From an optimization exercise on the open Yosys and OpenROAD flow, aimed at small area, a short achievable clock period and few clock cycles per item; shortcuts taken in it are not production practice. Only simulation tests tie the RTL to the original design; equivalence was not proved. No activity file was given, so power comes from the tool's default toggle rates.

==> inputs of wip/maple <==
==> flow/design.v (excerpt) <==
module deq32 (
  input  wire               clk,
  input  wire               rst,         
  input  wire               in_valid,
  output wire               in_ready,
  input  wire [1:0]         in_mode,     
  input  wire signed [31:0] in_p0,       
  input  wire signed [31:0] in_p1,
  input  wire signed [31:0] in_p2,
  input  wire signed [31:0] in_p3,
  input  wire signed [31:0] in_p4,
  input  wire signed [31:0] in_p5,
  input  wire signed [9:0]  in_c,        
  input  wire signed [9:0]  in_es,       
  output wire               out_valid,
  input  wire               out_ready,
  output wire [31:0]        out_f        
);
export LEC_CHECK = 0
export CAP_MARGIN = 20
export CORE_MARGIN = 2
export CORE_UTILIZATION = 60
export SLEW_MARGIN = 20
create_clock -name core_clock -period 24.0 [get_ports {clk}]
standard.sh (not shown) runs the stock make flow with config.mk's settings and CLKGATE_MAP_FILE= SYNTH_SCRIPT=/design/flow/synth_recipe.tcl, a recipe that flattens the netlist after the stock synthesis.
==> flow/flow/run.sh <==
#!/bin/bash
set -euo pipefail
bash standard.sh SETUP_SLACK_MARGIN=14 \
  BUFFER_PORTS_ARGS="-buffer_cell sky130_fd_sc_hd__buf_1" \
  finish > standard_flow.log 2>&1
==> inputs of wip/ember, as changes to wip/maple <==
==> flow/flow/run.sh (replaced) <==
#!/bin/bash
# Standard ORFS layout, with repair_timing asked for a setup margin so that
# the layout's slack at the design's clock period is as large as it can be.
set -euo pipefail
bash standard.sh SETUP_SLACK_MARGIN=14 finish > standard_flow.log 2>&1
--- a/flow/config.mk
+++ b/flow/config.mk
@@ -7,5 +7,5 @@
 export LEC_CHECK = 0
 export CAP_MARGIN = 20
 export CORE_MARGIN = 2
-export CORE_UTILIZATION = 60
+export CORE_UTILIZATION = 40
 export SLEW_MARGIN = 20
==> summary of the runs <==
wip/ember completed without violations. wip/maple passed the timing, DRC and antenna checks.
In wip/ember the utilization is lower than in wip/maple, by 19 points.
Of wip/maple and wip/ember, wip/maple has the higher via count (gap about 3%, measured against wip/ember).
In wip/ember the register-to-register slack is higher than in wip/maple, by 100 ps.
Against wip/ember, the final area of wip/maple is smaller by 8.6%.
Hold slack: wip/maple is higher than wip/ember (12 ps).
Between wip/maple and wip/ember, the lower setup slack is in wip/ember (gap 22 ps).
Against wip/ember, the final cell count of wip/maple is smaller by 5.2%.
Between wip/ember and wip/maple, the lower non-clock buffer count is in wip/ember (gap 5).
In wip/ember the sequential share of layout area is lower than in wip/maple, by 1.2 points.
Die area: wip/maple is lower than wip/ember (about 33%).
Testbench counts of wip/maple, summed over its fixed seeds: cycles 16,016, items 16,000.
Testbench counts of wip/ember, summed over its fixed seeds: cycles 16,016, items 16,000.

---

==> branch quartz <==
Another version of the RTL of deq32 (not shown whole).
## deq32
module deq32 (
  input  wire               clk,
  input  wire               rst,         
  input  wire               in_valid,
  output wire               in_ready,
  input  wire [1:0]         in_mode,     
  input  wire signed [31:0] in_p0,       
  input  wire signed [31:0] in_p1,
  input  wire signed [31:0] in_p2,
  input  wire signed [31:0] in_p3,
  input  wire signed [31:0] in_p4,
  input  wire signed [31:0] in_p5,
  input  wire signed [9:0]  in_c,        
  input  wire signed [9:0]  in_es,       
  output wire               out_valid,
  input  wire               out_ready,
  output wire [31:0]        out_f        
);
==> flow/config.mk <==
export PLATFORM = sky130hd
export DESIGN_NAME = deq32
export DESIGN_NICKNAME = deq32
export VERILOG_FILES = /design/flow/design.v
export SDC_FILE = /design/flow/constraint.sdc
export NUM_CORES = 4
export LEC_CHECK = 0
export ABC_AREA = 1
export CAP_MARGIN = 20
export CORE_MARGIN = 2
export CORE_UTILIZATION = 55
export SLEW_MARGIN = 20
==> flow/constraint.sdc <==
create_clock -name core_clock -period 24.0 [get_ports {clk}]
set_input_delay 4.8000 -clock core_clock [delete_from_list [all_inputs] [get_ports {clk}]]
set_output_delay 4.8000 -clock core_clock [all_outputs]
set_load 0.01 [all_outputs]
==> flow/flow/run.sh <==
#!/bin/bash
set -euo pipefail
bash standard.sh SETUP_SLACK_MARGIN=14.3 \
  BUFFER_PORTS_ARGS="-buffer_cell sky130_fd_sc_hd__buf_1" \
  finish > standard_flow.log 2>&1
==> branch delta (differences from branch quartz) <==
--- a/flow/design.v
+++ b/flow/design.v
@@ -605,37 +605,35 @@
   wire signed [11:0] kr = $signed({{2{in_c[9]}}, in_c}) + $signed({{2{in_es[9]}}, in_es})
                         + (m3 ? 12'sd132 : m23 ? 12'sd116 : 12'sd100);
   wire [8:0] kb = (kr < -12'sd72) ? -9'sd72 : (kr > 12'sd255) ? 9'd255 : kr[8:0];
   reg         v1_q, valid_q;
   reg  [47:0] t_q;
   reg  [8:0]  kb_q;
   reg  [31:0] f_q;
   wire [31:0] f;
-  wire en   = out_ready | ~valid_q;
-  wire en_t = en | ~v1_q;
-  assign in_ready  = out_ready;
+  wire en = out_ready | ~valid_q;
+  assign in_ready  = en;
   assign out_valid = valid_q;
   assign out_f     = f_q;
   always @(posedge clk) begin
     if (rst) begin
       v1_q    <= 1'b0;
       valid_q <= 1'b0;
     end else if (en) begin
-      v1_q    <= in_valid & out_ready;
+      v1_q    <= in_valid;
       valid_q <= v1_q;
     end
   end
   always @(posedge clk) begin
-    if (en_t) begin
+    if (en) begin
       t_q  <= t;
       kb_q <= kb;
-    end
-    if (en & v1_q)
       f_q  <= f;
+    end
   end
   wire        sign = t_q[47];
   wire [46:0] v    = t_q[46:0] ^ {47{sign}};
   wire              deep = $signed(kb_q) < -9'sd47;
   wire [8:0]  nk1 = ~kb_q;
   wire        snt = ~nk1[8] & (nk1[7:6] == 2'd0);
   reg  [46:0] one;
   integer i;
@@ -688,12 +686,12 @@
   wire [24:0] win = sh[0] ? s0[25:1] : s0[24:0];
   wire [23:0] kv  = win[24:1];
   wire        gv  = win[0];
   wire        st  = ({1'b0, tz} + 7'd25) <= sh;
   wire        inc = sign ? (gv | (~st & kv[0])) : (gv & (st | kv[0]));
   wire [24:0] mant = {1'b0, kv} + {24'd0, inc};
   wire signed [10:0] ebase = $signed({5'd0, sh}) + $signed({{2{kb_q[8]}}, kb_q});
   wire signed [10:0] fexp  = ebase + 11'sd1 + $signed({9'd0, mant[24:23]});
-  wire        ovf = ~zero & (fexp >= 11'sd255);
-  assign f = ovf ? {sign, 8'hFF, 23'd0}
-                 : {sign, zero ? 8'd0 : fexp[7:0], mant[22:0]};
+  assign f = zero ? 32'd0 :
+             (fexp >= 11'sd255) ? {sign, 8'hFF, 23'd0}
+                                : {sign, fexp[7:0], mant[22:0]};
 endmodule
==> flow/flow/run.sh (replaced) <==
#!/bin/bash
set -euo pipefail
bash standard.sh SETUP_SLACK_MARGIN=14 \
  BUFFER_PORTS_ARGS="-buffer_cell sky130_fd_sc_hd__buf_1" \
  finish > standard_flow.log 2>&1
Settings changed: ABC_AREA 1 to unset, CORE_UTILIZATION 55 to 60.
==> branch violet (differences from branch quartz) <==
--- a/flow/design.v
+++ b/flow/design.v
@@ -600,54 +600,51 @@
   wire cp_gg126 = cp_gg94 | (cp_pp94 & cp_gg112);
   wire cp_gg127 = cp_gg95 | (cp_pp95 & cp_gg112);
   wire cp_gg128 = cp_gg96 | (cp_pp96 & cp_gg112);
   wire [47:0] cp_c = {cp_gg127, cp_gg126, cp_gg125, cp_gg124, cp_gg123, cp_gg122, cp_gg121, cp_gg120, cp_gg119, cp_gg118, cp_gg117, cp_gg116, cp_gg115, cp_gg114, cp_gg113, cp_gg112, cp_gg111, cp_gg110, cp_gg109, cp_gg108, cp_gg107, cp_gg106, cp_gg105, cp_gg104, cp_gg103, cp_gg102, cp_gg101, cp_gg100, cp_gg99, cp_gg98, cp_gg97, cp_gg80, cp_gg79, cp_gg78, cp_gg77, cp_gg76, cp_gg75, cp_gg74, cp_gg73, cp_gg52, cp_gg51, cp_gg50, cp_gg49, cp_gg26, cp_gg25, cp_gg1, cp_g0[0], 1'b0};
   assign t = cp_p0 ^ cp_c;
   wire signed [11:0] kr = $signed({{2{in_c[9]}}, in_c}) + $signed({{2{in_es[9]}}, in_es})
                         + (m3 ? 12'sd132 : m23 ? 12'sd116 : 12'sd100);
   wire [8:0] kb = (kr < -12'sd72) ? -9'sd72 : (kr > 12'sd255) ? 9'd255 : kr[8:0];
-  reg         v1_q, valid_q;
+  reg         v1_q, valid_q, empty_q;
   reg  [47:0] t_q;
   reg  [8:0]  kb_q;
   reg  [31:0] f_q;
   wire [31:0] f;
-  wire en   = out_ready | ~valid_q;
+  wire en   = out_ready | empty_q;
   wire en_t = en | ~v1_q;
-  assign in_ready  = out_ready;
+  assign in_ready  = en;
   assign out_valid = valid_q;
   assign out_f     = f_q;
   always @(posedge clk) begin
     if (rst) begin
       v1_q    <= 1'b0;
       valid_q <= 1'b0;
+      empty_q <= 1'b1;
     end else if (en) begin
-      v1_q    <= in_valid & out_ready;
+      v1_q    <= in_valid;
       valid_q <= v1_q;
+      empty_q <= ~v1_q;
     end
   end
   always @(posedge clk) begin
     if (en_t) begin
       t_q  <= t;
       kb_q <= kb;
     end
-    if (en & v1_q)
+    if (en)
       f_q  <= f;
   end
   wire        sign = t_q[47];
   wire [46:0] v    = t_q[46:0] ^ {47{sign}};
-  wire              deep = $signed(kb_q) < -9'sd47;
-  wire [8:0]  nk1 = ~kb_q;
-  wire        snt = ~nk1[8] & (nk1[7:6] == 2'd0);
-  reg  [46:0] one;
+  wire [8:0]  nk1  = ~kb_q;
+  wire        deep = $signed(kb_q) < -9'sd47;
+  wire [46:0] vm = v;
   integer i;
-  always @(*)
-    for (i = 0; i < 47; i = i + 1)
-      one[i] = snt & (nk1[5:0] == i);
-  wire [46:0] vm = v | one;
   wire [63:0] l0 = {17'd0, vm};
   wire [31:0] a1, v1; wire [15:0] v2; wire [31:0] a2; wire [7:0] v3; wire [23:0] a3;
   wire [3:0] v4; wire [15:0] a4; wire [1:0] v5; wire [9:0] a5;
   genvar g;
   generate
     for (g = 0; g < 32; g = g + 1) begin : lz1
       assign v1[g] = l0[2*g+1] | l0[2*g];
       assign a1[g] = l0[2*g+1];
@@ -672,28 +669,29 @@
   wire [5:0] q = v5[1] ? {1'b1, a5[9:5]} : {1'b0, a5[4:0]};
   reg  [5:0]  tz;
   always @(*) begin
     tz = 6'd47;
     for (i = 46; i >= 0; i = i - 1)
       if (t_q[i]) tz = i[5:0];
   end
   wire        zero = (tz == 6'd47);
-  wire [6:0]  sh = deep ? ~kb_q[6:0] : {1'b0, q};
+  wire        lt = ~nk1[8] & (nk1[5:0] > q);
+  wire [6:0]  sh = (deep | lt) ? nk1[6:0] : {1'b0, q};
   wire [95:0] s6 = {25'd0, v, {24{sign}}};
   wire [87:0] s5 = sh[6] ? s6[95:64] : s6[87:0];
   wire [55:0] s4 = sh[5] ? s5[87:32] : s5[55:0];
   wire [39:0] s3 = sh[4] ? s4[55:16] : s4[39:0];
   wire [31:0] s2 = sh[3] ? s3[39:8]  : s3[31:0];
   wire [27:0] s1 = sh[2] ? s2[31:4]  : s2[27:0];
   wire [25:0] s0 = sh[1] ? s1[27:2]  : s1[25:0];
   wire [24:0] win = sh[0] ? s0[25:1] : s0[24:0];
   wire [23:0] kv  = win[24:1];
   wire        gv  = win[0];
   wire        st  = ({1'b0, tz} + 7'd25) <= sh;
   wire        inc = sign ? (gv | (~st & kv[0])) : (gv & (st | kv[0]));
   wire [24:0] mant = {1'b0, kv} + {24'd0, inc};
   wire signed [10:0] ebase = $signed({5'd0, sh}) + $signed({{2{kb_q[8]}}, kb_q});
   wire signed [10:0] fexp  = ebase + 11'sd1 + $signed({9'd0, mant[24:23]});
-  wire        ovf = ~zero & (fexp >= 11'sd255);
-  assign f = ovf ? {sign, 8'hFF, 23'd0}
-                 : {sign, zero ? 8'd0 : fexp[7:0], mant[22:0]};
+  assign f = zero ? 32'd0 :
+             (fexp >= 11'sd255) ? {sign, 8'hFF, 23'd0}
+                                : {sign, fexp[7:0], mant[22:0]};
 endmodule
==> flow/flow/run.sh (replaced) <==
#!/bin/bash
set -euo pipefail
bash standard.sh SETUP_SLACK_MARGIN=14 \
  BUFFER_PORTS_ARGS="-buffer_cell sky130_fd_sc_hd__buf_1" \
  finish > standard_flow.log 2>&1
==> run notes <==
metric	branch quartz	branch delta	branch violet
Global router's overall resource usage	0.268	0.389	0.251
Total clock network power	143 uW	142 uW	170 uW
Post-Route Hold Slack	524 ps	451 ps	484 ps
Iteration-0 DRC Markers	836	1981	722
Result of the run	finished clean	finished clean	finished clean
HPWL reported at the end of detailed placement	31300 um	44300 um	28400 um
Part of the cycle the worst path needs	0.408	0.418	0.424
Total via count in the routed design	13700	17300	13200
Power dissipated by switching net loads	1.19 mW	1.38 mW	1.28 mW
Taps Inserted	341	378	335
Hold depth	2	2	1
Setup WS pre-CTS	12810 ps	13290 ps	12050 ps
Slew at the pin with the worst max-slew slack	868 ps	1080 ps	734 ps
Fraction of the mapped netlist area in compound gates	0.151	0.243	0.134
Cell at the slowest stage of the critical path	sky130_fd_sc_hd__buf_6	sky130_fd_sc_hd__nand2b_4	sky130_fd_sc_hd__clkinvlp_4
Leakage power total	8.28 nW	7.60 nW	8.80 nW
Testbench counts of branch quartz, summed over its fixed seeds: cycles 16,016, items 16,000.
Testbench counts of branch delta, summed over its fixed seeds: cycles 16,016, items 16,000.
Testbench counts of branch violet, summed over its fixed seeds: cycles 16,016, items 16,000.

-- re-timing with driven ports --
The results above use ideal ports. As a check the final layouts listed here were re-extracted and re-timed, cells and wires unchanged. Step 1, drivers: a clkbuf_16 drives clk and a buf_2 each remaining input, both assumed. Step 2 moves the port delays by t, midway between the first and last clock arrival at a register: inputs arrive t later, outputs are due t later. That takes back most of the time a late clock gives input paths. a / b / c = ideal / step 1 / step 2; a / b = the first two.
run	shift t [ns]	slack for setup (ns)	worst setup path at the end	worst slew at a driven data input, ns
wip/maple	0.408	13.999 / 13.960 / 13.730	input to register	0.18
wip/ember	0.438	13.976 / 13.929 / 13.781	input to register	0.06
branch quartz	0.411	14.196 / 14.155 / 14.155	input to output	0.11
branch delta	0.411	13.974 / 13.935 / 13.729	input to register	0.07
branch violet	0.403	13.834 / 13.801 / 13.801	input to output	0.07
After both steps setup and hold are still met in every run listed. For wip/maple, which loses most, drivers alone change the setup slack by -0.039 ns; drivers and shift together by -0.269 ns.
